Background: an optimization exercise with open tools, aiming at small area, a short achievable clock period and few clock cycles. Do not read the settings as production practice.
Where RTL was checked, it was by simulation tests only, not by an equivalence proof against the original.

## biquad
module biquad (
    input  wire        clk,
    input  wire        rst,         
    input  wire        in_valid,
    output reg         in_ready,
    input  wire [31:0] in_x,
    input  wire [31:0] in_b0,
    input  wire [31:0] in_b1,
    input  wire [31:0] in_b2,
    input  wire [31:0] in_a1,
    input  wire [31:0] in_a2,
    output reg         out_valid,
    output wire [31:0] out_y
);
Size in the first run: about 7000 cells after synthesis, ~300 flip-flops, about 54000 um^2 of cells after synthesis.
export LEC_CHECK = 0
export CAP_MARGIN = 40
export CORE_MARGIN = 2
export CORE_UTILIZATION = 40
export PLACE_DENSITY = 0.6
export SLEW_MARGIN = 40
create_clock -name core_clock -period 20.0 [get_ports {clk}]
standard.sh (not shown) runs the stock make flow with config.mk's settings and CLKGATE_MAP_FILE= SYNTH_SCRIPT=/design/flow/synth_recipe.tcl, a recipe that flattens the netlist after the stock synthesis.
==> flow/flow/run.sh <==
#!/bin/bash
# Standard layout (the standard.sh, unchanged synthesis). Timing repair
# up to clock tree synthesis aims for a larger setup margin on the worst
# path only; after global routing no further timing repair is asked for.
set -eo pipefail
cp config.mk config.orig.mk
SETUP_SLACK_MARGIN=13 TNS_END_PERCENT=0 bash standard.sh cts > standard_cts.log 2>&1
SETUP_SLACK_MARGIN=0 TNS_END_PERCENT=0 bash standard.sh > standard_finish.log 2>&1
The first run went through all stages and came out clean.
Next try:
--- a/flow/design.v
+++ b/flow/design.v
@@ -24,16 +24,47 @@
                     assign q[l+1][i] = q[l][i];
                 end
             end
         end
     endgenerate
     assign s  = p ^ {g[L][W-2:0], ci};
     assign co = g[L][W-1];
 endmodule
+module bq_adds #(parameter W = 28) (
+    input  wire [W-1:0] a,
+    input  wire [W-1:0] b,
+    input  wire         ci,
+    output wire [W-1:0] s,
+    output wire         co
+);
+    localparam L = (W <= 2) ? 1 : (W <= 4) ? 2 : (W <= 8) ? 3 : (W <= 16) ? 4 : (W <= 32) ? 5 : (W <= 64) ? 6 : 7;
+    wire [W-1:0] p = a ^ b;
+    wire [W-1:0] g [0:L];
+    wire [W-1:0] q [0:L];
+    assign g[0] = (a & b) | {{(W-1){1'b0}}, p[0] & ci};
+    assign q[0] = p;
+    genvar l, i;
+    generate
+        for (l = 0; l < L; l = l + 1) begin : lv
+            for (i = 0; i < W; i = i + 1) begin : bt
+                if ((i >> l) & 1) begin : cm
+                    localparam integer J = ((i >> l) << l) - 1;
+                    assign g[l+1][i] = g[l][i] | (q[l][i] & g[l][J]);
+                    assign q[l+1][i] = q[l][i] & q[l][J];
+                end else begin : ps
+                    assign g[l+1][i] = g[l][i];
+                    assign q[l+1][i] = q[l][i];
+                end
+            end
+        end
+    endgenerate
+    assign s  = p ^ {g[L][W-2:0], ci};
+    assign co = g[L][W-1];
+endmodule
 module bq_add2 #(parameter W = 26) (
     input  wire [W-1:0] a,
     input  wire [W-1:0] b,
     output wire [W-1:0] s0,
     output wire [W-1:0] s1,
     output wire         co0,
     output wire         co1
 );
@@ -220,23 +251,24 @@
     wire        a_nan  = a_max & (|a[22:0]);
     wire        b_nan  = b_max & (|b[22:0]);
     wire        a_inf  = a_max & ~(|a[22:0]);
     wire        b_inf  = b_max & ~(|b[22:0]);
     wire        a_zero = a_den & ~(|a[22:0]);
     wire        b_zero = b_den & ~(|b[22:0]);
     wire [23:0] ma0 = {~a_den, a[22:0]};
     wire [23:0] mb0 = {~b_den, b[22:0]};
-    wire [23:0] mden = a_den ? ma0 : mb0;
-    wire [5:0]  lz6;
-    bq_lzc32 u_lz (.x({mden, 8'hFF}), .n(lz6));
-    wire [4:0]  sh   = (a_den | b_den) ? lz6[4:0] : 5'd0;
-    wire [23:0] mnrm = mden << sh;
-    wire [23:0] ma   = a_den ? mnrm : ma0;
-    wire [23:0] mb   = (b_den & ~a_den) ? mnrm : mb0;
+    wire [5:0]  lza6, lzb6;
+    bq_lzc32 u_lza (.x({ma0, 8'hFF}), .n(lza6));
+    bq_lzc32 u_lzb (.x({mb0, 8'hFF}), .n(lzb6));
+    wire [4:0]  lza = a_den ? lza6[4:0] : 5'd0;
+    wire [4:0]  lzb = b_den ? lzb6[4:0] : 5'd0;
+    wire [23:0] ma  = ma0 << lza;
+    wire [23:0] mb  = mb0 << lzb;
+    wire [4:0]  sh  = lza + lzb;
     wire [47:0] r0 [0:23];
     wire [47:0] r1 [0:15];
     wire [47:0] r2 [0:10];
     wire [47:0] r3 [0:7];
     wire [47:0] r4 [0:5];
     wire [47:0] r5 [0:3];
     wire [47:0] r6 [0:2];
     wire [47:0] r7 [0:1];
@@ -386,18 +418,18 @@
     wire        f_tiny = ~f_c & ~f_n & (~f_sum[25] | (f_x == 8'd1));
     wire [31:0] f_r    = f_tiny ? 32'd0 :
                          f_ovf  ? {f_s, 8'hFF, 23'd0} : {f_s, f_e, f_frac};
     wire [23:0] n_m0, n_m1;
     wire        n_m0_co, n_m1_co;
     bq_add2 #(.W(24)) u_nab (.a(ma), .b(~mb), .s0(n_m0), .s1(n_m1), .co0(n_m0_co), .co1(n_m1_co));
     wire [24:0] n_d1a, n_d1b;
     wire        n_d1a_co, n_d1b_co;
-    bq_add #(.W(25)) u_nd1a (.a({ma, 1'b0}), .b(~{1'b0, mb}), .ci(1'b1), .s(n_d1a), .co(n_d1a_co));
-    bq_add #(.W(25)) u_nd1b (.a({mb, 1'b0}), .b(~{1'b0, ma}), .ci(1'b1), .s(n_d1b), .co(n_d1b_co));
+    bq_adds #(.W(25)) u_nd1a (.a({ma, 1'b0}), .b(~{1'b0, mb}), .ci(1'b1), .s(n_d1a), .co(n_d1a_co));
+    bq_adds #(.W(25)) u_nd1b (.a({mb, 1'b0}), .b(~{1'b0, ma}), .ci(1'b1), .s(n_d1b), .co(n_d1b_co));
     wire [24:0] n_d1 = a_ge ? n_d1a : n_d1b;
     wire [24:0] n_dv = d0 ? {(n_m1_co ? n_m1 : ~n_m0), 1'b0} : n_d1;
     wire        n_s  = d0 ? (n_m1_co ? sa : sb) : f_s;
     wire [5:0]  n_lz6;
     bq_lzc32 u_nlz (.x({n_dv, 7'd0}), .n(n_lz6));
     wire [4:0]  n_lz = n_lz6[4:0];
     wire        n_zero = n_lz6[5];
     wire [24:0] n_nl = n_dv << n_lz;
Core utilization goes up by 1.2 points.
Critical path depth went up by 7.
Register-to-register slack gets better by 570 ps.
Die area is lower by 4.3%.
Count of clock-buffer cells in the layout goes up by 5.
Testbench counts after the change, summed over its fixed seeds: cycles 60,008.
For the first run of this note, only the layout was checked, not whether the RTL still works.

## port drivers added, routing unchanged
The results above use ideal ports. As a check the final layouts listed here were re-extracted and re-timed, cells and wires unchanged. Step 1: set_driving_cell puts a clkbuf_16 on clk and a buf_2 on each other input, an assumption about the parent block. Step 2 moves the port delays by t, midway between the first and last clock arrival at a register: inputs arrive t later, outputs are due t later. That takes back most of the time a late clock gives input paths. Slacks: ideal / step 1 / step 2; pairs: ideal / step 1.
| run | t (ns) | setup slack, ns | worst slew at a driven data input, ns |
|---|---|---|---|
| the first run | 0.657 | 11.334 / 11.334 / 11.334 | 0.16 |
| the second run | 0.679 | 11.900 / 11.900 / 11.900 | 0.12 |
After both steps setup and hold are still met in every run listed.
